This design comes from an exercise in tuning for small area and a short achievable clock period on the open sky130 flow, not from production work.
Only simulation tests tie the RTL to the original design; equivalence was not proved.
Power is estimated from default activity; no workload was simulated.

### run.sh
#!/bin/bash
# synth_recipe.tcl (not shown) runs the flow's synth.tcl, then flattens the netlist and writes it again
# the make line also repeats each setting of config.mk as NAME=value (left out here)
make -C /OpenROAD-flow-scripts/flow DESIGN_CONFIG=/design/flow/config.mk WORK_HOME=/design/flow/orfs CLKGATE_MAP_FILE= SYNTH_SCRIPT=/design/flow/synth_recipe.tcl finish
### config.mk
export PLATFORM = sky130hd
export DESIGN_NAME = mem_ecc_codec
export DESIGN_NICKNAME = mem_ecc_codec
export VERILOG_FILES = /design/flow/design.v
export SDC_FILE = /design/flow/constraint.sdc
export NUM_CORES = 4
export LEC_CHECK = 0
export CAP_MARGIN = 20
export CORE_MARGIN = 2
export CORE_UTILIZATION = 40
export SETUP_SLACK_MARGIN = 5
export SLEW_MARGIN = 20
### constraint.sdc
create_clock -name core_clock -period 8.0 [get_ports {clk}]
set_input_delay 1.6000 -clock core_clock [delete_from_list [all_inputs] [get_ports {clk}]]
set_output_delay 1.6000 -clock core_clock [all_outputs]
set_load 0.01 [all_outputs]
### design.v
module mem_ecc_codec (
    input  wire        clk,
    input  wire        rst_n,
    input  wire        in_valid,
    input  wire [1:0]  in_op,
    input  wire [63:0] in_data,
    input  wire [7:0]  in_check,
    output reg         out_valid,
    output wire [63:0] out_data,
    output wire [7:0]  out_check,
    output wire [1:0]  out_status,
    output wire [7:0]  out_syndrome,
    output wire [6:0]  out_pos
);
    localparam [511:0] HCOL = {
        8'h57,8'h4F,8'h3E,8'h3D,8'h3B,8'h37,8'h2F,8'h1F,8'hE0,8'hD0,8'hC8,8'hC4,8'hC2,8'hC1,8'hB0,8'hA8,
        8'hA4,8'hA2,8'hA1,8'h98,8'h94,8'h92,8'h91,8'h8C,8'h8A,8'h89,8'h86,8'h85,8'h83,8'h70,8'h68,8'h64,
        8'h62,8'h61,8'h58,8'h54,8'h52,8'h51,8'h4C,8'h4A,8'h49,8'h46,8'h45,8'h43,8'h38,8'h34,8'h32,8'h31,
        8'h2C,8'h2A,8'h29,8'h26,8'h25,8'h23,8'h1C,8'h1A,8'h19,8'h16,8'h15,8'h13,8'h0E,8'h0D,8'h0B,8'h07};
    function [3:0] mul_a;
        input [3:0] x;
        input [3:0] n;
        reg   [3:0] p;
        integer     i;
        begin
            p = x;
            for (i = 0; i < 15; i = i + 1)
                if (i < n) p = {p[2:0], 1'b0} ^ (p[3] ? 4'h3 : 4'h0);
            mul_a = p;
        end
    endfunction
    wire dec = in_op[0];
    wire [7:0] cm = in_check & {8{dec}};
    wire [7:0] hs;
    wire [3:0] s0, s1;
    wire xg0 = in_data[22] ^ in_data[25];
    wire xg1 = in_data[7] ^ in_data[19];
    wire xg2 = in_data[28] ^ xg0;
    wire xg3 = in_data[56] ^ in_data[63];
    wire xg4 = in_data[23] ^ in_data[26];
    wire xg5 = in_data[11] ^ in_data[15];
    wire xg6 = in_data[59] ^ in_data[61];
    wire xg7 = in_data[10] ^ in_data[30];
    wire xg8 = in_data[57] ^ in_data[60];
    wire xg9 = in_data[13] ^ in_data[16];
    wire xg10 = in_data[20] ^ in_data[24];
    wire xg11 = in_data[14] ^ in_data[31];
    wire xg12 = in_data[6] ^ in_data[18];
    wire xg13 = cm[3] ^ cm[7];
    wire xg14 = in_data[5] ^ in_data[21];
    wire xg15 = in_data[17] ^ cm[5];
    wire xg16 = in_data[58] ^ xg3;
    wire xg17 = in_data[27] ^ cm[1];
    wire xg18 = in_data[3] ^ in_data[12];
    wire xg19 = in_data[0] ^ in_data[62];
    wire xg20 = in_data[1] ^ in_data[4];
    wire xg21 = cm[2] ^ cm[6];
    wire xg22 = in_data[9] ^ in_data[29];
    wire xg23 = cm[0] ^ xg4;
    wire xg24 = in_data[2] ^ xg14;
    wire xg25 = in_data[8] ^ xg10;
    wire xg26 = xg7 ^ xg9;
    wire xg27 = xg11 ^ xg15;
    wire xg28 = xg16 ^ xg19;
    wire xg29 = in_data[2] ^ in_data[14];
    wire xg30 = in_data[35] ^ in_data[41];
    wire xg31 = in_data[53] ^ in_data[55];
    wire xg32 = in_data[1] ^ in_data[25];
    wire xg33 = in_data[47] ^ in_data[49];
    wire xg34 = in_data[33] ^ in_data[62];
    wire xg35 = in_data[37] ^ in_data[46];
    wire xg36 = in_data[4] ^ cm[4];
    wire xg37 = in_data[34] ^ in_data[54];
    wire xg38 = in_data[43] ^ in_data[52];
    wire xg39 = in_data[17] ^ in_data[42];
    wire xg40 = in_data[39] ^ in_data[48];
    wire xg41 = in_data[40] ^ in_data[44];
    wire xg42 = in_data[38] ^ in_data[50];
    wire xg43 = in_data[15] ^ in_data[24];
    wire xg44 = in_data[21] ^ cm[6];
    wire xg45 = in_data[11] ^ in_data[20];
    wire xg46 = in_data[36] ^ in_data[45];
    wire xg47 = in_data[29] ^ in_data[31];
    wire xg48 = in_data[16] ^ in_data[28];
    wire xg49 = in_data[3] ^ in_data[23];
    wire xg50 = in_data[32] ^ xg5;
    wire xg51 = in_data[27] ^ xg1;
    wire xg52 = cm[4] ^ xg17;
    wire xg53 = xg12 ^ xg18;
    wire xg54 = xg22 ^ xg32;
    wire xg55 = xg13 ^ xg21;
    wire xg56 = xg40 ^ xg41;
    wire xg57 = in_data[30] ^ xg44;
    wire xg58 = in_data[51] ^ xg31;
    wire xg59 = xg30 ^ xg46;
    wire xg60 = xg6 ^ xg39;
    wire xg61 = xg6 ^ xg8;
    wire xg62 = in_data[26] ^ xg12;
    wire xg63 = xg20 ^ xg45;
    wire xg64 = xg36 ^ xg48;
    wire xg65 = xg8 ^ xg24;
    wire xg66 = in_data[9] ^ xg53;
    wire xg67 = in_data[13] ^ xg54;
    wire xg68 = xg26 ^ xg63;
    wire xg69 = xg1 ^ xg2;
    wire xg70 = xg2 ^ xg57;
    wire xg71 = xg27 ^ xg55;
    wire xg72 = xg42 ^ xg59;
    wire xg73 = xg28 ^ xg65;
    wire xg74 = in_data[7] ^ in_data[59];
    wire xg75 = xg74 ^ xg23;
    wire xg76 = xg68 ^ xg72;
    wire xg77 = xg75 ^ xg73;
    wire xg78 = xg76 ^ xg77;
    wire xg79 = in_data[6] ^ in_data[10];
    wire xg80 = in_data[22] ^ in_data[35];
    wire xg81 = in_data[39] ^ in_data[51];
    wire xg82 = in_data[57] ^ xg11;
    wire xg83 = xg17 ^ xg18;
    wire xg84 = xg20 ^ xg35;
    wire xg85 = xg79 ^ xg80;
    wire xg86 = xg81 ^ xg25;
    wire xg87 = xg60 ^ xg82;
    wire xg88 = xg83 ^ xg84;
    wire xg89 = xg85 ^ xg28;
    wire xg90 = xg86 ^ xg87;
    wire xg91 = xg88 ^ xg89;
    wire xg92 = xg90 ^ xg91;
    wire xg93 = in_data[36] ^ in_data[37];
    wire xg94 = in_data[40] ^ in_data[47];
    wire xg95 = in_data[61] ^ cm[2];
    wire xg96 = xg38 ^ xg93;
    wire xg97 = xg94 ^ xg95;
    wire xg98 = xg2 ^ xg50;
    wire xg99 = xg96 ^ xg97;
    wire xg100 = xg66 ^ xg98;
    wire xg101 = xg99 ^ xg73;
    wire xg102 = xg100 ^ xg101;
    wire xg103 = in_data[8] ^ in_data[38];
    wire xg104 = in_data[53] ^ in_data[56];
    wire xg105 = cm[3] ^ xg1;
    wire xg106 = xg29 ^ xg34;
    wire xg107 = xg43 ^ xg49;
    wire xg108 = xg103 ^ xg104;
    wire xg109 = xg56 ^ xg61;
    wire xg110 = xg105 ^ xg106;
    wire xg111 = xg107 ^ xg108;
    wire xg112 = xg67 ^ xg109;
    wire xg113 = xg110 ^ xg111;
    wire xg114 = xg112 ^ xg113;
    wire xg115 = in_data[5] ^ in_data[8];
    wire xg116 = in_data[41] ^ in_data[43];
    wire xg117 = in_data[44] ^ in_data[49];
    wire xg118 = in_data[60] ^ xg22;
    wire xg119 = xg37 ^ xg115;
    wire xg120 = xg116 ^ xg117;
    wire xg121 = xg16 ^ xg51;
    wire xg122 = xg60 ^ xg62;
    wire xg123 = xg64 ^ xg118;
    wire xg124 = xg119 ^ xg120;
    wire xg125 = xg121 ^ xg122;
    wire xg126 = xg123 ^ xg124;
    wire xg127 = xg125 ^ xg126;
    wire xg128 = in_data[12] ^ in_data[18];
    wire xg129 = in_data[19] ^ in_data[33];
    wire xg130 = in_data[34] ^ in_data[45];
    wire xg131 = in_data[46] ^ in_data[48];
    wire xg132 = in_data[55] ^ in_data[58];
    wire xg133 = xg33 ^ xg128;
    wire xg134 = xg129 ^ xg130;
    wire xg135 = xg131 ^ xg132;
    wire xg136 = xg26 ^ xg27;
    wire xg137 = xg50 ^ xg61;
    wire xg138 = xg133 ^ xg134;
    wire xg139 = xg135 ^ xg136;
    wire xg140 = xg137 ^ xg138;
    wire xg141 = xg139 ^ xg140;
    wire xg142 = in_data[27] ^ in_data[32];
    wire xg143 = in_data[50] ^ in_data[52];
    wire xg144 = in_data[63] ^ xg4;
    wire xg145 = xg10 ^ xg34;
    wire xg146 = xg37 ^ xg47;
    wire xg147 = xg142 ^ xg143;
    wire xg148 = xg58 ^ xg144;
    wire xg149 = xg145 ^ xg146;
    wire xg150 = xg147 ^ xg70;
    wire xg151 = xg148 ^ xg149;
    wire xg152 = xg150 ^ xg151;
    wire xg153 = in_data[42] ^ in_data[54];
    wire xg154 = cm[7] ^ xg33;
    wire xg155 = xg35 ^ xg38;
    wire xg156 = xg153 ^ xg56;
    wire xg157 = xg58 ^ xg154;
    wire xg158 = xg155 ^ xg72;
    wire xg159 = xg156 ^ xg157;
    wire xg160 = xg158 ^ xg159;
    wire xg161 = in_data[0] ^ in_data[12];
    wire xg162 = cm[0] ^ xg161;
    wire xg163 = xg25 ^ xg64;
    wire xg164 = xg162 ^ xg163;
    wire xg165 = cm[1] ^ xg14;
    wire xg166 = xg15 ^ xg165;
    wire xg167 = xg67 ^ xg166;
    wire xg168 = in_data[22] ^ xg7;
    wire xg169 = xg21 ^ xg29;
    wire xg170 = xg62 ^ xg168;
    wire xg171 = xg169 ^ xg170;
    wire xg172 = in_data[31] ^ xg5;
    wire xg173 = xg13 ^ xg49;
    wire xg174 = xg51 ^ xg172;
    wire xg175 = xg173 ^ xg174;
    wire xg176 = in_data[0] ^ in_data[10];
    wire xg177 = cm[2] ^ cm[5];
    wire xg178 = cm[7] ^ xg9;
    wire xg179 = xg47 ^ xg176;
    wire xg180 = xg177 ^ xg23;
    wire xg181 = xg178 ^ xg179;
    wire xg182 = xg69 ^ xg180;
    wire xg183 = xg181 ^ xg182;
    wire xg184 = xg52 ^ xg68;
    wire xg185 = xg69 ^ xg71;
    wire xg186 = xg184 ^ xg185;
    wire xg187 = in_data[18] ^ in_data[29];
    wire xg188 = xg5 ^ xg187;
    wire xg189 = xg23 ^ xg24;
    wire xg190 = xg25 ^ xg188;
    wire xg191 = xg71 ^ xg189;
    wire xg192 = xg190 ^ xg191;
    wire xg193 = in_data[19] ^ xg13;
    wire xg194 = xg43 ^ xg52;
    wire xg195 = xg193 ^ xg66;
    wire xg196 = xg70 ^ xg194;
    wire xg197 = xg195 ^ xg196;
    assign hs[0] = xg78;
    assign hs[1] = xg92;
    assign hs[2] = xg102;
    assign hs[3] = xg114;
    assign hs[4] = xg127;
    assign hs[5] = xg141;
    assign hs[6] = xg152;
    assign hs[7] = xg160;
    assign s0[0] = xg164;
    assign s0[1] = xg167;
    assign s0[2] = xg171;
    assign s0[3] = xg175;
    assign s1[0] = xg183;
    assign s1[1] = xg186;
    assign s1[2] = xg192;
    assign s1[3] = xg197;
    wire [7:0] t_d = in_op[1] ? hs : {s1, s0};
    reg [1:0]  op_q;
    reg [63:0] d_q;
    reg [7:0]  c_q;
    reg [7:0]  t_q;
    always @(posedge clk) begin
        if (!rst_n) out_valid <= 1'b0;
        else        out_valid <= in_valid;
        op_q <= in_op;
        d_q  <= {in_data[63:32] & {32{in_op[1]}}, in_data[31:0]};
        c_q  <= cm;
        t_q  <= t_d;
    end
    wire hdec = op_q[1] & op_q[0];
    wire rdec = ~op_q[1] & op_q[0];
    reg [63:0] flip;
    reg [7:0]  cflip;
    reg [7:0]  enc;
    reg [1:0]  st;
    reg [6:0]  ps;
    reg [3:0]  ra, rb, x9;
    reg [4:0]  wt;
    reg [3:0]  j;
    reg        hit;
    integer    i, k;
    always @* begin
        flip  = 64'h0;
        cflip = 8'h00;
        st    = 2'd0;
        ps    = 7'd0;
        hit   = 1'b0;
        j     = 4'd0;
        ra = t_q[3:0];
        rb = t_q[7:4];
        x9 = mul_a(rb, 4'd3) ^ mul_a(ra, 4'd11);
        enc = op_q[1] ? t_q : {x9, ra ^ x9};
        if (hdec && t_q != 8'h00) begin
            for (k = 0; k < 64; k = k + 1)
                if (t_q == HCOL[8*k +: 8]) begin
                    flip[k] = 1'b1;
                    ps      = k[6:0];
                    hit     = 1'b1;
                end
            for (i = 0; i < 8; i = i + 1)
                if (t_q == (8'h01 << i)) begin
                    cflip[i] = 1'b1;
                    ps       = 7'd64 + i[6:0];
                    hit      = 1'b1;
                end
            st = hit ? 2'd1 : 2'd2;
        end
        if (rdec && t_q != 8'h00) begin
            st = 2'd2;
            for (i = 0; i < 10; i = i + 1)
                if (ra != 4'h0 && rb == mul_a(ra, i[3:0])) begin
                    st = 2'd1;
                    ps = i[6:0];
                    if (i < 8) flip[4*i +: 4] = ra;
                    else       cflip[4*(i-8) +: 4] = ra;
                end
        end
    end
    assign out_data     = d_q ^ flip;
    assign out_check    = op_q[0] ? (c_q ^ cflip) : enc;
    assign out_status   = st;
    assign out_syndrome = t_q & {8{op_q[0]}};
    assign out_pos      = ps;
endmodule
==> impl_metrics.toml, run 1 <==
[cells_and_area]
mostFrequentLayoutCells = "buf_4 (162), xnor2_1 (105), buf_2 (88)"
areaGrowthSynthToFinish_pct = 86.2
drive_gt1_frac = 0.568
seq_area_sq_um = 1700
fillers = 1279
final_nets = 1415
layout_commonest_cell = "buf_4"
utilization = 0.752
multiInputGateArea_sq_um = 8330

[power_and_ir_drop]
p_total_mw = 5.95
p_per_area_nw_per_um2 = 410
ir_drop_mv = 0.209
p_leak_nw = 6.04

[worst_setup_path]
cpPeakStageDelay_ps = 550
crit_arrival_ps = 3350
slowest_stage = "nor3b_4"
crit_chain = "inv_8, ha_4, xor2_4, xnor2_2, nor3b_4, o22ai_4, buf_6, buf_6, o22ai_4, xor2_2, buf_2"
setup.worst_path.class = "flop to primary output"
cp-end-kind = "primary output"
crit_path_start_kind = "flop"
worst-path-max-fanout = 4
crit_required_ps = 6400

[detailed_routing]
wl_per_cell_um = 27.3
ant_nets = 0
first_pass_iters = 8
viasPerCell = 6.02
post-route-drc-count = 0
drt_iter0_markers = 1009
drt-total-wl_um = 43800
vias = 9638

[logic_synthesis]
ys_types = 82
netlist_instances = 951
synth_top_family_by_area = "XOR/XNOR gates"
synth-async-reset-ratio = 0
synth-seq-cells = 83
synth_xor_area_frac = 0.352
mappedNetlistArea_sq_um = 7800
synth_area_per_cell_sq_um = 8.21
syn_nets = 1036
synth_edf_count = 0
synth-adder-area-share = 0.0128
ys.flop_type = "dfxtp_1"
synth_mux_area_frac = 0.0196
ys_warn_count = 1
synth_compound_area_frac = 0.154
ys_seq_area_frac = 0.213
synth_simple_gate_area_frac = 0.192

[min_path]
min_from = "in_data[10]"
hold_end = "d_q[10]"
holdCritPathClass = "input pin to flop"
hold_path_depth = 1

[floorplanning]
pin_count = 167
start_util = 0.404
coreArea_sq_um = 19300
die_w_um = 144
die_h_um = 144
rows = 51
design.die.area_sq_um = 20600

[grt]
grt_pass1_wl_um = 57400
antenna_found_initial = 2
grt_overflow = 0
grt_util_all_layers = 0.380
first_global_vias = 9035
grt_start_max_net_pins = 45

[sta]
setup_viol = 0
fmax_ghz = 0.202
worst_slack_ps = 3050
maxSlewViolCount = 0
fin_crit_ps = 4950
setup_tns_ps = 0
slew_headroom = 0.446
hold_viol = 0
worst_pin_slew_ps = 829
rsz0062_at_grt = "true"
fin_crit_sh = 0.618

[placed_design]
preCtsSetupSlack_ps = 2700
gp_congestion = 0.971
io_buffers = 166
hpwl_um = 25000

[clock_tree]
cts_buffers = 9
cts_root_buf = "clkbuf_16"
cts_max_level = 3
cts_sinks = 83
cts.clk_slew.worst_paths_ps = 70
cts_hold_buf = 0
cts_max_path_buffers = 2
cts_tree = "done"

[job]
max-cap-violations = 0

[outcome]
status = "timing/DRC/antenna clean"
layer usage:
metal	GRT usage	wire, um	vias to the layer above
met5	0	0	-
met4	0.179	3480	0
met3	0.0773	4180	286
met2	0.639	20700	744
met1	0.465	15400	4627
li1	-	-	3981
kinds of logic after synthesis:
family	Yosys count
compound gates	171
fa+ha+maj	8
flops	83
mux	15
xor+xnor	312
buf+inv	76
simple gates	286
per-stage QoR:
stage          hold WS (ps)  instance area, sq um  instances
3_5_place_dp           2160                 10100       1330
6_report               1440                 14500       1601
3_3_place_gp           2150                 10100       1330
5_1_grt                1440                 14500       1601
2_1_floorplan          1630                  8510        951
4_1_cts                1540                 13400       1520
state kept, by name, summed over array words and instances (netlist names):
| name | cells |
|---|---|
| c_q | 8 |
| out_valid | 1 |
| d_q | 64 |
| t_q | 8 |
| op_q | 2 |
synth_stat cells (all sizes together) (4+ instances only):
| cell type | number | area (sq um) |
|---|---|---|
| a211oi | 4 | 42.5 |
| ha | 8 | 100 |
| buf | 39 | 284 |
| and2 | 50 | 314 |
| o21ai | 30 | 150 |
| o21a | 4 | 30.0 |
| nand2 | 59 | 221 |
| o211ai | 5 | 37.5 |
| o2111ai | 6 | 58.8 |
| mux2i | 13 | 130 |
| nor3b | 4 | 35.0 |
| xnor2 | 192 | 1680 |
| nor4 | 4 | 25.0 |
| dfxtp | 83 | 1660 |
| nor2b | 11 | 68.8 |
| and3 | 11 | 71.3 |
| a22oi | 7 | 67.6 |
| o22ai | 33 | 226 |
| a21oi | 38 | 205 |
| nand2b | 5 | 31.3 |
| clkbuf | 19 | 85.1 |
| a32oi | 6 | 52.6 |
| nor3 | 24 | 125 |
| inv | 18 | 67.6 |
| o221ai | 7 | 61.3 |
| nand4 | 9 | 56.3 |
| nor2 | 58 | 228 |
| xor2 | 120 | 1070 |
| a21o | 4 | 30.0 |
| or2 | 6 | 37.5 |
| nand3 | 30 | 150 |
what timing repair did:
item / 4_1_cts / 5_1_grt
pin swaps: 157 / 146
cloned: 6 / 2
endpoints found under the setup margin: 97 / 94
resized for setup: 688 / 256
setup buffers: 168 / 78
worst max-delay path: cells and delay by family, from the launching register on:
family                   cells  cell delay, ps
buffers and inverters        4             520
adder cells (fa/ha/maj)      1             330
AND/OR/NAND/NOR              1             550
XOR/XNOR                     3             820
flip-flops                   1             430
AO/OA/AOI/OAI                2             330
area by class of cell:
class | count | share of cell area
antenna | 1 | 0.000172
clock buffer | 10 | 0.0158
clock inverter | 6 | 0.00611
inverter | 18 | 0.00672
multi-input combinational | 792 | 0.573
sequential | 83 | 0.117
tap | 265 | 0.0228
timing repair buffer | 426 | 0.258
worst max path at each step:
stage / slack, ps / startpoint / endpoint / cells past startpoint
3_3_place_gp: 2670 / t_q[5] / out_pos[0] / 8
5_1_grt: 3050 / t_q[2] / out_data[31] / 11
4_1_cts: 3560 / t_q[2] / out_status[1] / 12
6_report: 3050 / t_q[2] / out_data[29] / 11
3_5_place_dp: 2700 / t_q[5] / out_pos[0] / 8
2_1_floorplan: 3980 / t_q[2] / out_pos[0] / 10
power by group:
group,leakage [nW],internal (mW),switching (mW)
clock,0.157,0.275,0.182
sequential,0.699,0.472,0.0835
combinational,5.18,2.28,2.66
==> run 2, diff against run 1 <==
--- a/config.mk
+++ b/config.mk
@@ -8,5 +8,4 @@
 export CAP_MARGIN = 20
 export CORE_MARGIN = 2
 export CORE_UTILIZATION = 40
-export SETUP_SLACK_MARGIN = 5
 export SLEW_MARGIN = 20
==> impl_metrics.toml, run 2 <==
[grt]
grt_util_all_layers = 0.292
grt_start_max_net_pins = 47
use_met1 = 0.381
grt_overflow = 0
antenna_found_initial = 0
first_global_vias = 7425
globalRouteMet3Util = 0.0420
grt.busiest_layer = "met2"
grt_pass1_wl_um = 44700
grtUsageMet2 = 0.481

[cells_and_area]
largest_reg_flops = 64
reg.largest.list = "d_q: 64 flops, c_q: 8 flops, t_q: 8 flops"
antennaDiodeCount = 0
largest_register = "d_q"
mostFrequentLayoutCells = "xnor2_1 (192), clkdlybuf4s50_1 (166), xor2_1 (118)"
areaGrowthSynthToFinish_pct = 25.4
final_nets = 1165
layout_commonest_cell = "xnor2_1"
drive_gt1_frac = 0.0525
fillers = 1880
fin_area_sq_um = 9790

[worst_setup_path]
crit_arrival_ps = 4890
crit_chain = "inv_1, ha_1, nor3b_1, buf_4, a31oi_1, nand2_1, o22ai_1, xor2_1, clkdlybuf4s50_1"
crit_path_start_kind = "flop"
slowest_stage = "dfxtp_1"
cp-end-kind = "primary output"
setup.worst_path.class = "flop to primary output"
cpPeakStageDelay_ps = 770
worst-path-max-fanout = 23
crit_required_ps = 6400

[logic_synthesis]
synth_top_area_cell = "xnor2_1"
synth_area_leaders = "xnor2_1 (22%), dfxtp_1 (21%), xor2_1 (13%)"
mappedNetlistArea_sq_um = 7800
syn_nets = 1036
synth_edf_count = 0
ys.flop_type = "dfxtp_1"
synth_area_per_cell_sq_um = 8.21
synth-seq-cells = 83
ys_types = 82
ys_seq_area_frac = 0.213
ys_warn_count = 1
netlist_instances = 951
synth.most_common_cell = "xnor2_1"
synth_top_area_share = 0.215
synth-async-reset-ratio = 0
synth_top_cells_by_count = "xnor2_1 (192), xor2_1 (118), dfxtp_1 (83)"

[clock_tree]
cts_sinks = 83
cts_max_path_buffers = 2
cts_tree = "done"
cts_max_level = 3
cts_hold_buf = 0
cts.clk_slew.worst_paths_ps = 70
post_cts_resized = 0
post_cts_buffers = 0
cts_buffers = 9
cts_root_buf = "clkbuf_16"

[sta]
setup_viol = 0
worst_pin_slew_ps = 905
fmax_ghz = 0.154
setup_tns_ps = 0
slew_headroom = 0.393
fin_crit_ps = 6490
hold_viol = 0
rsz0062_at_grt = "false"
maxSlewViolCount = 0
fin_crit_sh = 0.812

[placed_design]
gp_congestion = 0.980
place_area_sq_um = 9510
io_buffers = 166
hpwl_um = 23800

[power_and_ir_drop]
power.internal_mw = 1.68
clkPwrFrac = 0.117
ir_drop_mv = 0.168
p_per_area_nw_per_um2 = 359
p_seq_frac = 0.159
combPwrFrac = 0.724
p_switching_mw = 1.83
netSwitchingFraction = 0.521
p_leak_nw = 3.56

[min_path]
hold_end = "d_q[4]"
min_from = "in_data[4]"
holdCritPathClass = "input pin to flop"
hold_path_depth = 1

[detailed_routing]
wl_per_cell_um = 22.9
vias = 7574
drt-total-wl_um = 30900
ant_nets = 0
first_pass_iters = 5
post-route-drc-count = 0
viasPerCell = 5.61
drt_iter0_markers = 811

[job]
max-cap-violations = 0

[floorplanning]
pin_count = 167
design.die.area_sq_um = 20600
die_h_um = 144
die_w_um = 144
rows = 51
coreArea_sq_um = 19300
start_util = 0.404

[outcome]
status = "timing/DRC/antenna clean"
==> run 2: worst max-delay path by stage <==
stage / from / to / slack (ps) / cells after the start
4_1_cts: t_q[2] / out_check[6] / 1600 / 11
3_3_place_gp: t_q[2] / out_check[6] / 2180 / 11
6_report: t_q[2] / out_data[20] / 1510 / 9
2_1_floorplan: t_q[2] / out_pos[0] / 3750 / 10
5_1_grt: t_q[2] / out_check[6] / 1220 / 11
3_5_place_dp: t_q[2] / out_check[6] / 1970 / 11
==> run 2: cell type report <==
type / count / area, sq um / area share
flip-flops and latches: 83 / 1660 / 0.170
well taps: 265 / 332 / 0.0339
clock inverters: 7 / 60.1 / 0.00613
repair buffers: 176 / 1740 / 0.177
inverters: 18 / 67.6 / 0.00690
clock buffers: 9 / 225 / 0.0230
multi-input cells: 792 / 5710 / 0.583
==> run 2: cell families after synthesis <==
logic type                 Yosys count  synth area share
xor gates and xnor gates           312             0.352
AOI/OAI and AO/OA                  171             0.154
adders and majority gates            8            0.0128
and+or+nand+nor                    286             0.192
muxes                               15            0.0196
buffers and inverters               76            0.0559
DFF                                 83             0.213
==> run 2: worst max-delay path: cells and delay by family (launching register included) <==
family	cells	cell delay (ps)
fa+ha+maj	1	600
flops	1	770
simple gates	2	760
xor+xnor	1	220
compound gates	2	1120
buf+inv	3	1060
==> run 2: power by group through the flow <==
stage	Sequential, mW	Clock (mW)	Combinational [mW]
2_1_floorplan	0.494	0	1.85
3_3_place_gp	0.562	0	2.50
3_5_place_dp	0.564	0	2.48
4_1_cts	0.555	0.411	2.49
5_1_grt	0.564	0.428	2.70
6_report	0.559	0.412	2.54
==> run 2: per-stage QoR <==
step | utilization | std cells | hold WS, ps | setup slack [ps] | total power [mW]
after floorplan | - | 951 | 1630 | 3750 | 2.35
after global placement | 0.492 | 1334 | 2160 | 2180 | 3.06
after detailed placement | 0.492 | 1334 | 2170 | 1970 | 3.04
after CTS | 0.506 | 1350 | 1800 | 1600 | 3.46
after global routing | 0.506 | 1350 | 1800 | 1220 | 3.69
final | 0.506 | 1350 | 1800 | 1510 | 3.52
==> run 2: per-layer routing <==
layer  wire, um  share of wire
met1      13200           0.43
met2      14600           0.47
met3       1910          0.062
met4       1260          0.041
met5          0              0
==> run 3, diff against run 2 <==
--- a/design.v
+++ b/design.v
@@ -29,8 +29,9 @@
             mul_a = p;
         end
     endfunction
-    wire dec = in_op[0];
-    wire [7:0] cm = in_check & {8{dec}};
+    wire       dec  = in_op[0];
+    wire       rdec = ~in_op[1] & in_op[0];
+    wire [7:0] cm   = in_check & {8{dec}};
     wire [7:0] hs;
     wire [3:0] s0, s1;
     wire xg0 = in_data[22] ^ in_data[25];
@@ -247,7 +248,31 @@
     assign s1[1] = xg186;
     assign s1[2] = xg192;
     assign s1[3] = xg197;
-    wire [7:0] t_d = in_op[1] ? hs : {s1, s0};
+    wire [3:0] x9 = mul_a(s1, 4'd3) ^ mul_a(s0, 4'd11);
+    wire [3:0] x8 = s0 ^ x9;
+    reg [9:0] re;
+    reg [1:0] rst;
+    reg [3:0] rps;
+    integer   j;
+    always @* begin
+        re  = 10'h0;
+        rps = 4'd0;
+        rst = 2'd0;
+        if (s0 != 4'h0 || s1 != 4'h0) begin
+            rst = 2'd2;
+            for (j = 0; j < 10; j = j + 1)
+                if (s0 != 4'h0 && s1 == mul_a(s0, j[3:0])) begin
+                    re[j] = 1'b1;
+                    rps   = j[3:0];
+                    rst   = 2'd1;
+                end
+        end
+        if (!rdec) begin
+            re  = 10'h0;
+            rps = 4'd0;
+            rst = 2'd0;
+        end
+    end
     reg [1:0]  op_q;
     reg [63:0] d_q;
     reg [7:0]  c_q;
@@ -256,62 +281,46 @@
         if (!rst_n) out_valid <= 1'b0;
         else        out_valid <= in_valid;
         op_q <= in_op;
-        d_q  <= {in_data[63:32] & {32{in_op[1]}}, in_data[31:0]};
-        c_q  <= cm;
-        t_q  <= t_d;
+        d_q  <= in_op[1] ? in_data : {16'h0, rst, rps, re, in_data[31:0]};
+        c_q  <= dec ? in_check : (in_op[1] ? 8'h00 : {x9, x8});
+        t_q  <= in_op[1] ? hs : {s1, s0};
     end
     wire hdec = op_q[1] & op_q[0];
-    wire rdec = ~op_q[1] & op_q[0];
-    reg [63:0] flip;
-    reg [7:0]  cflip;
-    reg [7:0]  enc;
-    reg [1:0]  st;
-    reg [6:0]  ps;
-    reg [3:0]  ra, rb, x9;
-    reg [4:0]  wt;
-    reg [3:0]  j;
-    reg        hit;
-    integer    i, k;
+    wire [3:0] s0r = t_q[3:0] & {4{~op_q[1]}};    
+    wire [9:0] rer = d_q[41:32];                   
+    reg [15:0] lo, hi;
+    integer    v, k, i;
     always @* begin
-        flip  = 64'h0;
-        cflip = 8'h00;
-        st    = 2'd0;
-        ps    = 7'd0;
-        hit   = 1'b0;
-        j     = 4'd0;
-        ra = t_q[3:0];
-        rb = t_q[7:4];
-        x9 = mul_a(rb, 4'd3) ^ mul_a(ra, 4'd11);
-        enc = op_q[1] ? t_q : {x9, ra ^ x9};
-        if (hdec && t_q != 8'h00) begin
-            for (k = 0; k < 64; k = k + 1)
-                if (t_q == HCOL[8*k +: 8]) begin
-                    flip[k] = 1'b1;
-                    ps      = k[6:0];
-                    hit     = 1'b1;
-                end
-            for (i = 0; i < 8; i = i + 1)
-                if (t_q == (8'h01 << i)) begin
-                    cflip[i] = 1'b1;
-                    ps       = 7'd64 + i[6:0];
-                    hit      = 1'b1;
-                end
-            st = hit ? 2'd1 : 2'd2;
-        end
-        if (rdec && t_q != 8'h00) begin
-            st = 2'd2;
-            for (i = 0; i < 10; i = i + 1)
-                if (ra != 4'h0 && rb == mul_a(ra, i[3:0])) begin
-                    st = 2'd1;
-                    ps = i[6:0];
-                    if (i < 8) flip[4*i +: 4] = ra;
-                    else       cflip[4*(i-8) +: 4] = ra;
-                end
+        for (v = 0; v < 16; v = v + 1) begin
+            lo[v] = (t_q[3:0] == v[3:0]);
+            hi[v] = (t_q[7:4] == v[3:0]) & hdec;
         end
     end
-    assign out_data     = d_q ^ flip;
-    assign out_check    = op_q[0] ? (c_q ^ cflip) : enc;
-    assign out_status   = st;
-    assign out_syndrome = t_q & {8{op_q[0]}};
-    assign out_pos      = ps;
+    wire [63:0] hm;
+    genvar g;
+    generate for (g = 0; g < 64; g = g + 1) begin : g_hm
+        assign hm[g] = lo[HCOL[8*g +: 4]] & hi[HCOL[8*g+4 +: 4]];
+    end endgenerate
+    wire [7:0] hcf = {hi[8] & lo[0], hi[4] & lo[0], hi[2] & lo[0], hi[1] & lo[0],
+                      lo[8] & hi[0], lo[4] & hi[0], lo[2] & hi[0], lo[1] & hi[0]};
+    wire       hit = |hm | |hcf;
+    wire [1:0] hst = {hdec & ~(lo[0] & hi[0]) & ~hit, hit};
+    reg  [6:0] hps;
+    always @* begin
+        hps = 7'd0;
+        for (k = 0; k < 64; k = k + 1) if (hm[k]) hps = hps | k[6:0];
+        for (i = 0; i < 8; i = i + 1) if (hcf[i]) hps = hps | (7'd64 + i[6:0]);
+    end
+    reg [31:0] rflip;
+    always @* begin
+        for (k = 0; k < 8; k = k + 1)
+            rflip[4*k +: 4] = s0r & {4{rer[k]}};
+    end
+    assign out_data[31:0]  = d_q[31:0] ^ (hm[31:0] | rflip);
+    assign out_data[63:32] = (d_q[63:32] ^ hm[63:32]) & {32{op_q[1]}};
+    assign out_check       = c_q ^ (hcf | (op_q[0] ? {s0r & {4{rer[9]}}, s0r & {4{rer[8]}}}
+                                                  : (op_q[1] ? t_q : 8'h00)));
+    assign out_status      = op_q[1] ? hst : d_q[47:46];
+    assign out_syndrome    = t_q & {8{op_q[0]}};
+    assign out_pos         = op_q[1] ? hps : {3'b000, d_q[45:42]};
 endmodule
==> flow/run.sh (new file) <==
#!/bin/bash
# Standard layout, with plain buffers on the ports instead of the delay cells
# buffer_ports picks by default.
set -euo pipefail
bash standard.sh BUFFER_PORTS_ARGS="-buffer_cell sky130_fd_sc_hd__buf_1" finish > make_finish.log 2>&1
==> standard.sh (new file) <==
#!/bin/bash
# synth_recipe.tcl (not shown) runs the flow's synth.tcl, then flattens the netlist and writes it again
# the make line also repeats each setting of config.mk as NAME=value (left out here)
make -C /OpenROAD-flow-scripts/flow DESIGN_CONFIG=/design/flow/config.mk WORK_HOME=/design/flow/orfs CLKGATE_MAP_FILE= SYNTH_SCRIPT=/design/flow/synth_recipe.tcl "${@:-finish}"
removed: run.sh
==> impl_metrics.toml, run 3 <==
[outcome]
status = "timing/DRC/antenna clean"

[logic_synthesis]
mappedNetlistArea_sq_um = 7550
synth_area_per_cell_sq_um = 8.29
netlist_instances = 911
synth_top_area_cell = "xnor2_1"
ys.flop_type = "dfxtp_1"
ys_warn_count = 1
synth_area_leaders = "xnor2_1 (25%), dfxtp_1 (22%), xor2_1 (7.0%)"
syn_nets = 990
synth-async-reset-ratio = 0
synth-seq-cells = 83
synth_edf_count = 0
synth_top_cells_by_count = "xnor2_1 (212), dfxtp_1 (83), nor2_1 (83)"
synth_top_area_share = 0.246
synth.most_common_cell = "xnor2_1"
ys_types = 71
ys_seq_area_frac = 0.220

[worst_setup_path]
crit_arrival_ps = 3840
crit_path_start_kind = "flop"
slowest_stage = "dfxtp_1"
cpPeakStageDelay_ps = 720
cp-end-kind = "primary output"
setup.worst_path.class = "flop to primary output"
critPathBufInv = 1
crit_top_cell = "nor3_1"
crit_family = "simple AND/OR/NAND/NOR gates"
crit_required_ps = 6400
crit_chain = "nand2_1, nor3_1, nand3_1, nor3_1, nor2_1, and3_1, nand4_1, nand4b_1, o2bb2ai_1, buf_1"
worst-path-max-fanout = 15

[cells_and_area]
seq_area_sq_um = 1660
largest_reg_flops = 64
multiInputGateArea_sq_um = 5680
reg.largest.list = "d_q: 64 flops, c_q: 8 flops, t_q: 8 flops"
antennaDiodeCount = 0
fin_area_sq_um = 8620
drive_gt1_frac = 0.0495
utilization = 0.462
largest_register = "d_q"
fillers = 1900
layout_commonest_cell = "xnor2_1"
final_cell_count_no_fill = 1284
areaGrowthSynthToFinish_pct = 14.1
final_nets = 1124
mostFrequentLayoutCells = "xnor2_1 (212), buf_1 (165), nor2_1 (83), dfxtp_1 (83), nand2_1 (65)"

[sta]
hold_viol = 0
fmax_ghz = 0.184
fin_crit_ps = 5440
fin_crit_sh = 0.680
whs_ps = 1430
rsz0062_at_grt = "false"
setup_viol = 0
worst_slack_ps = 2560
maxSlewViolCount = 0
worst_pin_slew_ps = 1010
slew_headroom = 0.327
setup_tns_ps = 0

[placed_design]
gp_congestion = 0.966
place_area_sq_um = 8330
io_buffers = 166
place_inst = 1268
preCtsSetupSlack_ps = 2660
hpwl_um = 23300

[detailed_routing]
post-route-drc-count = 0
vias = 7189
drt-total-wl_um = 28800
first_pass_iters = 7
drt_iter0_markers = 742
wl_per_cell_um = 22.4
ant_nets = 0
viasPerCell = 5.60

[power_and_ir_drop]
clkPwrFrac = 0.115
power.internal_mw = 1.73
combPwrFrac = 0.714
ir_drop_mv = 0.283
p_switching_mw = 1.77
netSwitchingFraction = 0.505
p_leak_nw = 3.00
p_seq_frac = 0.171
p_total_mw = 3.50
p_per_area_nw_per_um2 = 406

[grt]
antenna_found_initial = 0
grt_overflow = 0
grt_start_max_net_pins = 51
grt_util_all_layers = 0.285
first_global_vias = 6836
grt_pass1_wl_um = 42300

[clock_tree]
cts.clk_slew.worst_paths_ps = 70
cts_sinks = 83
cts_tree = "done"
cts_root_buf = "clkbuf_16"
cts_max_level = 3
cts_buffers = 9
cts_max_path_buffers = 2
cts_hold_buf = 0
post_cts_buffers = 0
post_cts_resized = 0

[floorplanning]
die_h_um = 141
coreArea_sq_um = 18600
rows = 50
pin_count = 167
die_w_um = 141
start_util = 0.405
design.die.area_sq_um = 20000

[job]
max-cap-violations = 0

[min_path]
holdCritPathClass = "input pin to flop"
==> run 3: changes by cell type after synthesis, moves of 17 or more <==
cell      previous run  this run
nand3_1             30         8
xor2_1             118        60
clkbuf_1            17        43
and2_1              48        31
o22ai_1             31         2
nor2_1              56        83
xnor2_1            192       212
o21ai_0             18        44
buf_2               20         1
a22oi_1              4        32
==> run 3: kinds of logic (layout without fill, tap and decap cells) <==
group / after synthesis / in the layout / share of synthesized area
AO/OA/AOI/OAI: 164 / 164 / 0.141
XOR/XNOR: 301 / 301 / 0.401
adder cells (fa/ha/maj): 2 / 2 / 0.00331
buffers and inverters: 55 / 194 / 0.0290
flip-flops: 83 / 83 / 0.220
multiplexers: 4 / 4 / 0.00547
AND/OR/NAND/NOR: 302 / 302 / 0.200
==> run 3: layout make-up <==
cell class | count | area share
Clock buffer | 9 | 0.0261
Clock inverter | 7 | 0.00682
Tap cell | 234 | 0.0340
Inverter | 3 | 0.00131
Multi-Input combinational cell | 773 | 0.659
Sequential cell | 83 | 0.193
Timing Repair Buffer | 175 | 0.0803
==> run 3: power groups by stage <==
stage	sequential [mW]	combinational [mW]	clock, mW
after global placement	0.602	2.48	0
final	0.598	2.50	0.403
after CTS	0.593	2.47	0.408
after detailed placement	0.602	2.46	0
after global routing	0.607	2.69	0.427
after floorplan	0.546	1.91	0
==> run 3: path summary, 6_finish.rpt <==
kind	from	end	slack, ps	cells past startpoint
min	in_data[16]	d_q[16]	1430	1
max	op_q[1]	out_status[1]	2560	10
==> run 3: routing by layer <==
layer,routed length (um),global-route usage,vias up
met2,13500,0.468,380
li1,-,-,3380
met3,2110,0.0341,55
met5,0,0,-
met1,12200,0.381,3374
met4,1020,0.116,0
==> run 4, diff against run 3 <==
==> run.sh (new file) <==
#!/bin/bash
# synth_recipe.tcl (not shown) runs the flow's synth.tcl, then flattens the netlist and writes it again
# the make line also repeats each setting of config.mk as NAME=value (left out here)
make -C /OpenROAD-flow-scripts/flow DESIGN_CONFIG=/design/flow/config.mk WORK_HOME=/design/flow/orfs CLKGATE_MAP_FILE= SYNTH_SCRIPT=/design/flow/synth_recipe.tcl finish
removed: flow/run.sh
removed: standard.sh
==> impl_metrics.toml, run 4 <==
[floorplanning]
rows = 50
coreArea_sq_um = 18600
die_h_um = 141
pin_count = 167
die_w_um = 141
start_util = 0.405
design.die.area_sq_um = 20000

[detailed_routing]
drt-total-wl_um = 29600
wl_met2_um = 14300
post-route-drc-count = 0
m1WireLength_um = 12300
top_layer_used = "met4"
ant_nets = 0
first_pass_iters = 8
met3WireLength_um = 2200
vias = 7304
drt_iter0_markers = 829
wl_per_cell_um = 23.0
viasPerCell = 5.68

[logic_synthesis]
synth.most_common_cell = "xnor2_1"
ys_seq_area_frac = 0.220
ys_warn_count = 1
synth_area_per_cell_sq_um = 8.29
synth_top_area_share = 0.246
synth_top_cells_by_count = "xnor2_1 (212), dfxtp_1 (83), nor2_1 (83)"
synth-async-reset-ratio = 0
synth_area_leaders = "xnor2_1 (25%), dfxtp_1 (22%), xor2_1 (7.0%)"
synth_top_area_cell = "xnor2_1"
ys.flop_type = "dfxtp_1"
ys_types = 71
mappedNetlistArea_sq_um = 7550
netlist_instances = 911
synth_edf_count = 0
syn_nets = 990
synth-seq-cells = 83

[placed_design]
gp_congestion = 0.975
place_inst = 1269
place_area_sq_um = 9380
io_buffers = 166
hpwl_um = 23900

[clock_tree]
cts_hold_buf = 0
cts_root_buf = "clkbuf_16"
cts_max_path_buffers = 2
cts_buffers = 9
cts_sinks = 83
cts_tree = "done"
post_cts_buffers = 0
cts_max_level = 3
cts.clk_slew.worst_paths_ps = 70
post_cts_resized = 0

[power_and_ir_drop]
p_per_area_nw_per_um2 = 382
clkPwrFrac = 0.118
power.internal_mw = 1.92
p_total_mw = 3.70
netSwitchingFraction = 0.482
p_leak_nw = 3.45
p_seq_frac = 0.162
p_switching_mw = 1.79
combPwrFrac = 0.720
ir_drop_mv = 0.296

[worst_setup_path]
crit_top_cell = "nor3_1"
crit_required_ps = 6400
crit_arrival_ps = 4230
cpPeakStageDelay_ps = 730
slowest_stage = "dfxtp_1"
worst-path-max-fanout = 15
cp-end-kind = "primary output"
crit_path_start_kind = "flop"
critPathBufInv = 1
crit_chain = "nand2_1, nor3_1, nand3_1, nor3_1, nor2_1, and3_1, nand4_1, nand4b_1, a21o_1, clkdlybuf4s50_1"
crit_family = "simple AND/OR/NAND/NOR gates"
setup.worst_path.class = "flop to primary output"
critical_path_depth = 10

[sta]
maxSlewViolCount = 0
whs_ps = 1810
slew_headroom = 0.264
rsz0062_at_grt = "false"
setup_tns_ps = 0
setup_viol = 0
fmax_ghz = 0.172
worst_pin_slew_ps = 1100
fin_crit_sh = 0.728
hold_viol = 0
fin_crit_ps = 5830

[grt]
grt_start_max_net_pins = 51
first_global_vias = 7047
antenna_found_initial = 0
grt_pass1_wl_um = 43600
grt_util_all_layers = 0.293
grt_overflow = 0

[cells_and_area]
layout_commonest_cell = "xnor2_1"
mostFrequentLayoutCells = "xnor2_1 (212), clkdlybuf4s50_1 (166), nor2_1 (83), dfxtp_1 (83), nand2_1 (65)"
fillers = 1802
largest_reg_flops = 64
drive_gt1_frac = 0.0495
fin_area_sq_um = 9700
multiInputGateArea_sq_um = 5680
largest_register = "d_q"
areaGrowthSynthToFinish_pct = 28.4
reg.largest.list = "d_q: 64 flops, c_q: 8 flops, t_q: 8 flops"
seq_area_sq_um = 1660
final_nets = 1125
final_cell_count_no_fill = 1286

[outcome]
status = "timing/DRC/antenna clean"

[min_path]
holdCritPathClass = "input pin to flop"
hold_path_depth = 1

[job]
max-cap-violations = 0
==> run 4: stage by stage <==
stage / utilization / setup slack [ps]
after floorplan: - / 3160
after global placement: 0.503 / 2200
after detailed placement: 0.503 / 2280
after CTS: 0.520 / 2380
after global routing: 0.520 / 2060
final: 0.520 / 2170
==> run 4: path summary, 6_finish.rpt <==
| kind | slack, ps | end | start |
|---|---|---|---|
| max | 2170 | out_status[0] | op_q[1] |
| min | 1810 | d_q[16] | in_data[16] |
==> run 4: routing by layer <==
| metal | up-vias | GRT usage |
|---|---|---|
| met5 | - | 0 |
| met3 | 58 | 0.0395 |
| met1 | 3441 | 0.383 |
| met2 | 422 | 0.501 |
| met4 | 0 | 0.0942 |
| li1 | 3383 | - |
==> run 4: kinds of logic (layout without fill, tap and decap cells) <==
logic type | Yosys count | in the layout | share of synthesized area
AOI/OAI and AO/OA | 164 | 164 | 0.141
xor gates and xnor gates | 301 | 301 | 0.401
adders and majority gates | 2 | 2 | 0.00331
buffers and inverters | 55 | 195 | 0.0290
DFF | 83 | 83 | 0.220
muxes | 4 | 4 | 0.00547
other | 0 | 1 | 0
and+or+nand+nor | 302 | 302 | 0.200
==> run 4: cell type report <==
class	instances	area share
Clock inverter	6	0.00735
Inverter	3	0.00116
Tap cell	234	0.0302
Timing Repair Buffer	176	0.179
Multi-Input combinational cell	773	0.586
Antenna cell	1	0.000258
Clock buffer	10	0.0246
Sequential cell	83	0.171
==> run 4: power by group through the flow <==
stage                     logic, mW  registers [mW]  clock network (mW)
after floorplan                1.91           0.546                   0
after global placement         2.65           0.605                   0
after detailed placement       2.62           0.605                   0
after CTS                      2.63           0.596               0.440
after global routing           2.85           0.609               0.458
final                          2.67           0.601               0.436
==> run 5, diff against run 4 <==
--- a/design.v
+++ b/design.v
@@ -29,9 +29,26 @@
             mul_a = p;
         end
     endfunction
-    wire       dec  = in_op[0];
-    wire       rdec = ~in_op[1] & in_op[0];
-    wire [7:0] cm   = in_check & {8{dec}};
+    function [2:0] lg3;
+        input [3:0] x;
+        begin
+            lg3[0] = (x == 4'h1) | (x == 4'h8) | (x == 4'hA) | (x == 4'hC) | (x == 4'hF);
+            lg3[1] = (x == 4'h2) | (x == 4'h3) | (x == 4'h7) | (x == 4'hB) | (x == 4'hD);
+            lg3[2] = (x == 4'h4) | (x == 4'h5) | (x == 4'h6) | (x == 4'h9) | (x == 4'hE);
+        end
+    endfunction
+    function [4:0] lg5;
+        input [3:0] x;
+        begin
+            lg5[0] = (x == 4'h1) | (x == 4'h6) | (x == 4'h7);
+            lg5[1] = (x == 4'h2) | (x == 4'hC) | (x == 4'hE);
+            lg5[2] = (x == 4'h4) | (x == 4'hB) | (x == 4'hF);
+            lg5[3] = (x == 4'h5) | (x == 4'h8) | (x == 4'hD);
+            lg5[4] = (x == 4'h3) | (x == 4'h9) | (x == 4'hA);
+        end
+    endfunction
+    wire       dec = in_op[0];
+    wire [7:0] cm  = in_check & {8{dec}};
     wire [7:0] hs;
     wire [3:0] s0, s1;
     wire xg0 = in_data[22] ^ in_data[25];
@@ -250,50 +267,42 @@
     assign s1[3] = xg197;
     wire [3:0] x9 = mul_a(s1, 4'd3) ^ mul_a(s0, 4'd11);
     wire [3:0] x8 = s0 ^ x9;
-    reg [9:0] re;
-    reg [1:0] rst;
-    reg [3:0] rps;
-    integer   j;
+    wire [2:0] a0 = lg3(s0), a1 = lg3(s1);
+    wire [4:0] b0 = lg5(s0), b1 = lg5(s1);
+    reg  [2:0] jm3;
+    reg  [4:0] jm5;
+    integer    r, q;
     always @* begin
-        re  = 10'h0;
-        rps = 4'd0;
-        rst = 2'd0;
-        if (s0 != 4'h0 || s1 != 4'h0) begin
-            rst = 2'd2;
-            for (j = 0; j < 10; j = j + 1)
-                if (s0 != 4'h0 && s1 == mul_a(s0, j[3:0])) begin
-                    re[j] = 1'b1;
-                    rps   = j[3:0];
-                    rst   = 2'd1;
-                end
+        for (r = 0; r < 3; r = r + 1) begin
+            jm3[r] = 1'b0;
+            for (q = 0; q < 3; q = q + 1) jm3[r] = jm3[r] | (a0[q] & a1[(q + r) % 3]);
         end
-        if (!rdec) begin
-            re  = 10'h0;
-            rps = 4'd0;
-            rst = 2'd0;
+        for (r = 0; r < 5; r = r + 1) begin
+            jm5[r] = 1'b0;
+            for (q = 0; q < 5; q = q + 1) jm5[r] = jm5[r] | (b0[q] & b1[(q + r) % 5]);
         end
     end
-    reg [1:0]  op_q;
+    reg        op1_q, dec_q, hdec_q, rdec_q;
     reg [63:0] d_q;
     reg [7:0]  c_q;
     reg [7:0]  t_q;
     always @(posedge clk) begin
         if (!rst_n) out_valid <= 1'b0;
         else        out_valid <= in_valid;
-        op_q <= in_op;
-        d_q  <= in_op[1] ? in_data : {16'h0, rst, rps, re, in_data[31:0]};
-        c_q  <= dec ? in_check : (in_op[1] ? 8'h00 : {x9, x8});
-        t_q  <= in_op[1] ? hs : {s1, s0};
+        op1_q  <= in_op[1];
+        dec_q  <= in_op[0];
+        hdec_q <= in_op[1] & in_op[0];
+        rdec_q <= ~in_op[1] & in_op[0];
+        d_q    <= in_op[1] ? in_data : {24'h0, jm5, jm3, in_data[31:0]};
+        c_q    <= dec ? in_check : {x9, x8};
+        t_q    <= in_op[1] ? hs : {s1, s0};
     end
-    wire hdec = op_q[1] & op_q[0];
-    wire [3:0] s0r = t_q[3:0] & {4{~op_q[1]}};    
-    wire [9:0] rer = d_q[41:32];                   
     reg [15:0] lo, hi;
-    integer    v, k, i;
+    integer    v;
     always @* begin
         for (v = 0; v < 16; v = v + 1) begin
             lo[v] = (t_q[3:0] == v[3:0]);
-            hi[v] = (t_q[7:4] == v[3:0]) & hdec;
+            hi[v] = (t_q[7:4] == v[3:0]) & hdec_q;
         end
     end
     wire [63:0] hm;
@@ -303,24 +312,47 @@
     end endgenerate
     wire [7:0] hcf = {hi[8] & lo[0], hi[4] & lo[0], hi[2] & lo[0], hi[1] & lo[0],
                       lo[8] & hi[0], lo[4] & hi[0], lo[2] & hi[0], lo[1] & hi[0]};
-    wire       hit = |hm | |hcf;
-    wire [1:0] hst = {hdec & ~(lo[0] & hi[0]) & ~hit, hit};
-    reg  [6:0] hps;
+    reg [6:0] hps;
+    reg       hit;
+    integer   k, i;
     always @* begin
         hps = 7'd0;
-        for (k = 0; k < 64; k = k + 1) if (hm[k]) hps = hps | k[6:0];
-        for (i = 0; i < 8; i = i + 1) if (hcf[i]) hps = hps | (7'd64 + i[6:0]);
+        hit = 1'b0;
+        for (k = 0; k < 64; k = k + 1)
+            if (t_q == HCOL[8*k +: 8]) begin
+                hps = k[6:0];
+                hit = 1'b1;
+            end
+        for (i = 0; i < 8; i = i + 1)
+            if (t_q == (8'h01 << i)) begin
+                hps = 7'd64 + i[6:0];
+                hit = 1'b1;
+            end
+    end
+    wire [1:0] hst = {hdec_q & (t_q != 8'h00) & ~hit, hdec_q & hit};
+    wire [2:0] jm3q = d_q[34:32];
+    wire [4:0] jm5q = d_q[39:35];
+    reg  [9:0] re;
+    integer    j;
+    always @* begin
+        for (j = 0; j < 10; j = j + 1) re[j] = jm3q[j % 3] & jm5q[j % 5];
     end
-    reg [31:0] rflip;
+    wire [3:0] s0g = t_q[3:0] & {4{rdec_q}};
+    reg [31:0] rfl;
     always @* begin
-        for (k = 0; k < 8; k = k + 1)
-            rflip[4*k +: 4] = s0r & {4{rer[k]}};
+        for (k = 0; k < 8; k = k + 1) rfl[4*k +: 4] = s0g & {4{re[k]}};
     end
-    assign out_data[31:0]  = d_q[31:0] ^ (hm[31:0] | rflip);
-    assign out_data[63:32] = (d_q[63:32] ^ hm[63:32]) & {32{op_q[1]}};
-    assign out_check       = c_q ^ (hcf | (op_q[0] ? {s0r & {4{rer[9]}}, s0r & {4{rer[8]}}}
-                                                  : (op_q[1] ? t_q : 8'h00)));
-    assign out_status      = op_q[1] ? hst : d_q[47:46];
-    assign out_syndrome    = t_q & {8{op_q[0]}};
-    assign out_pos         = op_q[1] ? hps : {3'b000, d_q[45:42]};
+    wire [7:0] rcf = {s0g & {4{re[9]}}, s0g & {4{re[8]}}};
+    wire       rhit = |re;
+    wire [3:0] rps  = {re[8] | re[9], re[4] | re[5] | re[6] | re[7],
+                       re[2] | re[3] | re[6] | re[7], re[1] | re[3] | re[5] | re[7] | re[9]};
+    wire [1:0] rst  = {rdec_q & (t_q != 8'h00) & ~rhit, rdec_q & rhit};
+    wire senc = op1_q & ~dec_q;
+    assign out_data[31:0]  = d_q[31:0] ^ (hm[31:0] | rfl);
+    assign out_data[39:32] = (d_q[39:32] ^ hm[39:32]) & {8{op1_q}};
+    assign out_data[63:40] = d_q[63:40] ^ hm[63:40];
+    assign out_check       = senc ? t_q : (c_q ^ (hcf | rcf));
+    assign out_status      = op1_q ? hst : rst;
+    assign out_syndrome    = t_q & {8{dec_q}};
+    assign out_pos         = op1_q ? (hps & {7{hdec_q}}) : {3'b000, rps & {4{rdec_q}}};
 endmodule
==> flow/run.sh (new file) <==
#!/bin/bash
# Standard layout, with plain buffers on the ports instead of the delay cells
# buffer_ports picks by default.
set -euo pipefail
bash standard.sh BUFFER_PORTS_ARGS="-buffer_cell sky130_fd_sc_hd__buf_1" finish > make_finish.log 2>&1
==> standard.sh (new file) <==
#!/bin/bash
# synth_recipe.tcl (not shown) runs the flow's synth.tcl, then flattens the netlist and writes it again
# the make line also repeats each setting of config.mk as NAME=value (left out here)
make -C /OpenROAD-flow-scripts/flow DESIGN_CONFIG=/design/flow/config.mk WORK_HOME=/design/flow/orfs CLKGATE_MAP_FILE= SYNTH_SCRIPT=/design/flow/synth_recipe.tcl "${@:-finish}"
--- a/config.mk
+++ b/config.mk
@@ -8,4 +8,5 @@
 export CAP_MARGIN = 20
 export CORE_MARGIN = 2
 export CORE_UTILIZATION = 40
+export SETUP_SLACK_MARGIN = 0
 export SLEW_MARGIN = 20
removed: run.sh
==> impl_metrics.toml, run 5 <==
[placed_design]
io_buffers = 166
gp_congestion = 0.955
hpwl_um = 23000
place_inst = 1358

[min_path]
holdCritPathClass = "input pin to flop"

[sta]
fmax_ghz = 0.198
slew_headroom = 0.291
hold_viol = 0
fin_crit_ps = 5040
setup_tns_ps = 0
rsz0062_at_grt = "false"
whs_ps = 1430
maxSlewViolCount = 0
worst_pin_slew_ps = 1060
fin_crit_sh = 0.631
setup_viol = 0

[clock_tree]
post_cts_resized = 0
cts_buffers = 9
cts_sinks = 85
cts_max_path_buffers = 2
cts_max_level = 3
cts_tree = "done"
cts_root_buf = "clkbuf_16"
cts_hold_buf = 0
cts.clk_slew.worst_paths_ps = 70
post_cts_buffers = 0

[logic_synthesis]
syn_nets = 1051
ys_types = 74
synth-async-reset-ratio = 0
mappedNetlistArea_sq_um = 7860
ys_seq_area_frac = 0.216
synth_area_leaders = "dfxtp_1 (22%), xnor2_1 (18%), xor2_1 (10%)"
ys_warn_count = 1
synth_area_per_cell_sq_um = 8.14
synth_edf_count = 0
synth-seq-cells = 85
synth_top_area_share = 0.216
synth_top_area_cell = "dfxtp_1"
synth_top_cells_by_count = "xnor2_1 (162), nand2_1 (93), xor2_1 (91)"
ys.flop_type = "dfxtp_1"
netlist_instances = 966
synth.most_common_cell = "xnor2_1"

[floorplanning]
start_util = 0.405
pin_count = 167
design.die.area_sq_um = 20800
coreArea_sq_um = 19400
die_h_um = 144
die_w_um = 144
rows = 51

[cells_and_area]
largest_register = "d_q"
drive_gt1_frac = 0.0586
layout_commonest_cell = "buf_1"
antennaDiodeCount = 0
largest_reg_flops = 64
final_nets = 1189
mostFrequentLayoutCells = "buf_1 (165), xnor2_1 (162), nand2_1 (93)"
final_cell_count_no_fill = 1374
reg.largest.list = "d_q: 64 flops, c_q: 8 flops, t_q: 8 flops"
areaGrowthSynthToFinish_pct = 14.2

[detailed_routing]
met3WireLength_um = 2290
ant_nets = 0
wl_met2_um = 13700
drt_iter0_markers = 941
post-route-drc-count = 0
m1WireLength_um = 12000
top_layer_used = "met4"
drt-total-wl_um = 29100
first_pass_iters = 8
vias = 7727
wl_per_cell_um = 21.2
viasPerCell = 5.62

[power_and_ir_drop]
p_leak_nw = 3.28
ir_drop_mv = 0.218
p_per_area_nw_per_um2 = 394

[worst_setup_path]
crit_required_ps = 8220
cp-end-kind = "flop"
worst-path-max-fanout = 26
setup.worst_path.class = "input pin to flop"
crit_arrival_ps = 5270
crit_path_start_kind = "input pin"

[job]
max-cap-violations = 0

[grt]
grt_overflow = 0
grt_pass1_wl_um = 42800
first_global_vias = 7124
grt_start_max_net_pins = 51
grt_util_all_layers = 0.277
antenna_found_initial = 0

[outcome]
status = "timing/DRC/antenna clean"
-- run 5: cell count changes after synthesis, moves of 23 or more --
cell / previous run / this run
nand3_1: 8 / 31
xnor2_1: 212 / 162
xor2_1: 60 / 91
a22oi_1: 32 / 9
nand2_1: 65 / 93
o22ai_1: 2 / 42
-- run 5: cells by family after synthesis --
family	count (synthesis)	synth area share
AO/OA/AOI/OAI	203	0.169
XOR/XNOR	285	0.361
adder cells (fa/ha/maj)	8	0.0127
buffers and inverters	64	0.0369
flip-flops	85	0.216
multiplexers	6	0.00844
AND/OR/NAND/NOR	315	0.195
-- run 5: report_power, final --
part / leakage [nW] / internal [mW] / switching, mW / total [mW]
sequential: 0.714 / 0.512 / 0.0730 / 0.585
combinational: 2.41 / 0.934 / 1.59 / 2.53
clock: 0.152 / 0.224 / 0.204 / 0.428
-- run 5: cell type report --
type,count,area (sq um)
well taps,265,332
repair buffers,177,707
clock buffers,9,225
multi-input cells,817,5870
fillers,2033,10400
flip-flops and latches,85,1700
inverters,14,52.6
clock inverters,7,91.3
-- run 5: worst max-delay path: stages --
cell and delay [ps]:
buf_1 760, and2_1 290, xnor3_1 360, xnor2_1 220, xnor2_1 100, xnor2_1 470, inv_1 160, ha_1 280
nor2_1 150, nor2_1 50, mux2i_1 280, o22ai_1 110, a311oi_1 280, a2bb2oi_1 120
-- run 5: final timing paths --
path	startpoint	cells after the start	slack [ps]	endpoint
worst max-delay path	in_op[0]	14	2960	d_q[38]
worst min-delay path	in_data[16]	1	1430	d_q[16]
-- run 5: routing by layer --
layer,GRT usage,vias to the layer above
met5,0,-
met4,0.117,0
met3,0.0325,81
met2,0.454,436
met1,0.369,3628
li1,-,3582
-- run 5: metrics by stage --
stage	cell area (sq um)	setup slack, ps	util	power [mW]
floorplan	7860	3910	-	2.45
global placement	8660	2790	0.446	3.06
detailed placement	8660	2660	0.446	3.06
CTS	8980	3040	0.463	3.49
global route	8980	2630	0.463	3.77
finish	8980	2960	0.463	3.54
==> run 6, diff against run 5 <==
--- a/config.mk
+++ b/config.mk
@@ -8,5 +8,5 @@
 export CAP_MARGIN = 20
 export CORE_MARGIN = 2
 export CORE_UTILIZATION = 40
-export SETUP_SLACK_MARGIN = 0
+export SETUP_SLACK_MARGIN = 2.5
 export SLEW_MARGIN = 20
==> impl_metrics.toml, run 6 <==
[worst_setup_path]
crit_family = "XOR/XNOR gates"
slowest_stage = "buf_1"
setup.worst_path.class = "input pin to flop"
cp-end-kind = "flop"
crit_arrival_ps = 5270
crit_top_cell = "xnor2_1"
setup.worst_path.start = "in_op[0]"
crit_chain = "buf_1, and2_1, xnor3_1, xnor2_1, xnor2_1, xnor2_1, inv_1, ha_1, nor2_1, nor2_1, mux2i_1, o22ai_1, a311oi_1, a2bb2oi_1"
crit_required_ps = 8220
critPathBufInv = 2
cpPeakStageDelay_ps = 760
worst-path-max-fanout = 26
crit_path_start_kind = "input pin"

[cells_and_area]
antennaDiodeCount = 0
fillers = 2033
areaGrowthSynthToFinish_pct = 14.2
drive_gt1_frac = 0.0586
reg.largest.list = "d_q: 64 flops, c_q: 8 flops, t_q: 8 flops"
largest_register = "d_q"
layout_commonest_cell = "buf_1"
utilization = 0.463
mostFrequentLayoutCells = "buf_1 (165), xnor2_1 (162), nand2_1 (93)"
final_nets = 1189
largest_reg_flops = 64

[grt]
antenna_found_initial = 0
first_global_vias = 7124
grt_overflow = 0
grt_start_max_net_pins = 51
grt_util_all_layers = 0.277
grt_pass1_wl_um = 42800

[job]
max-cap-violations = 0

[sta]
worst_pin_slew_ps = 1060
whs_ps = 1430
fmax_ghz = 0.198
worst_slack_ps = 2960
fin_crit_sh = 0.631
setup_tns_ps = 0
maxSlewViolCount = 0
slew_headroom = 0.291
setup_viol = 0
rsz0062_at_grt = "false"
hold_viol = 0
fin_crit_ps = 5040

[clock_tree]
cts_buffers = 9
post_cts_buffers = 0
cts.clk_slew.worst_paths_ps = 70
cts_root_buf = "clkbuf_16"
cts_max_level = 3
cts_hold_buf = 0
cts_sinks = 85
cts_tree = "done"
post_cts_resized = 0
cts_max_path_buffers = 2

[detailed_routing]
wl_per_cell_um = 21.2
ant_nets = 0
viasPerCell = 5.62
first_pass_iters = 8
post-route-drc-count = 0
vias = 7727
drt-total-wl_um = 29100
drt_iter0_markers = 941

[power_and_ir_drop]
p_total_mw = 3.54
p_per_area_nw_per_um2 = 394
ir_drop_mv = 0.218
p_seq_frac = 0.165
clkPwrFrac = 0.121
p_switching_mw = 1.87
p_leak_nw = 3.28
power.internal_mw = 1.67
netSwitchingFraction = 0.528
combPwrFrac = 0.714

[logic_synthesis]
synth_compound_area_frac = 0.169
synth_mux_area_frac = 0.00844
ys_seq_area_frac = 0.216
synth-adder-area-share = 0.0127
synth_top_family_by_area = "XOR/XNOR gates"
synth.most_common_cell = "xnor2_1"
synth_top_area_share = 0.216
ys_warn_count = 1
mappedNetlistArea_sq_um = 7860
synth_simple_gate_area_frac = 0.195
synth_edf_count = 0
synth_top_cells_by_count = "xnor2_1 (162), nand2_1 (93), xor2_1 (91)"
synth_area_per_cell_sq_um = 8.14
ys_types = 74
synth_xor_area_frac = 0.361
syn_nets = 1051
synth-seq-cells = 85
synth_area_leaders = "dfxtp_1 (22%), xnor2_1 (18%), xor2_1 (10%)"
synth-async-reset-ratio = 0
synth_top_area_cell = "dfxtp_1"
ys.flop_type = "dfxtp_1"
netlist_instances = 966

[placed_design]
preCtsSetupSlack_ps = 2660
io_buffers = 166
gp_congestion = 0.955
hpwl_um = 23000

[floorplanning]
start_util = 0.405
design.die.area_sq_um = 20800
rows = 51
pin_count = 167
coreArea_sq_um = 19400
die_w_um = 144
die_h_um = 144

[min_path]
holdCritPathClass = "input pin to flop"
min_from = "in_data[16]"

[outcome]
status = "timing/DRC/antenna clean"
-- run 6: final timing paths --
kind,cells past startpoint,end
setup / recovery,14,d_q[38]
hold / removal,1,d_q[16]
-- run 6: final cells by class --
cell class                 count  area, sq um  share of cell area
clock inverter                 7         91.3              0.0102
tap                          265          332              0.0369
timing repair buffer         177          707              0.0787
sequential                    85         1700               0.190
multi-input combinational    817         5870               0.654
clock buffer                   9          225              0.0251
inverter                      14         52.6             0.00585
-- run 6: kinds of logic after synthesis --
kind of cell    Yosys count
xor+xnor                285
fa+ha+maj                 8
simple gates            315
flops                    85
mux                       6
compound gates          203
buf+inv                  64
-- run 6: per-stage QoR --
stage                     area (sq um)  std cells
after floorplan                   7860        966
after global placement            8660       1358
after detailed placement          8660       1358
after CTS                         8980       1374
after global routing              8980       1374
final                             8980       1374
-- run 6: routing by layer --
| layer | global-route usage | vias to the layer above | part of all wire |
|---|---|---|---|
| met4 | 0.117 | 0 | 0.041 |
| met1 | 0.369 | 3628 | 0.41 |
| li1 | - | 3582 | - |
| met2 | 0.454 | 436 | 0.47 |
| met3 | 0.0325 | 81 | 0.079 |
| met5 | 0 | - | 0 |
-- run 6: power groups by stage --
stage	sequential [mW]	combinational [mW]	clock [mW]
2_1_floorplan	0.566	1.89	0
3_3_place_gp	0.591	2.46	0
3_5_place_dp	0.591	2.47	0
4_1_cts	0.580	2.48	0.433
5_1_grt	0.591	2.73	0.449
6_report	0.585	2.53	0.428

-- port drivers added, routing unchanged --
Ports are ideal in the flow. The routed layouts listed here were re-timed in OpenROAD. Step 1 sets driving cells, clkbuf_16 on the clock port and buf_2 on the other inputs (assumed; they add their load-dependent delay and slew). Step 2, shift: input delay + t, output delay - t, t = (earliest + latest rising clock arrival at the registers) / 2. This alone moves slack from input paths to output paths. Three values: ideal, step 1, step 2; two values: the first two.
run | shift t [ns] | slack for setup (ns) | slew at the worst register clock pin (ns) | cell pins on the clock port's net
run 1 | 0.391 | 3.053 / 3.008 / 3.399 | 0.07 / 0.07 | 1
run 2 | 0.387 | 1.507 / 1.468 / 1.854 | 0.07 / 0.07 | 1
run 3 | 0.381 | 2.556 / 2.514 / 2.598 | 0.07 / 0.07 | 1
run 4 | 0.383 | 2.172 / 2.131 / 2.218 | 0.07 / 0.07 | 1
run 5 | 0.381 | 2.956 / 2.957 / 2.576 | 0.08 / 0.08 | 1
run 6 | 0.381 | 2.956 / 2.957 / 2.576 | 0.08 / 0.08 | 1
After both steps setup and hold are still met in every run listed.
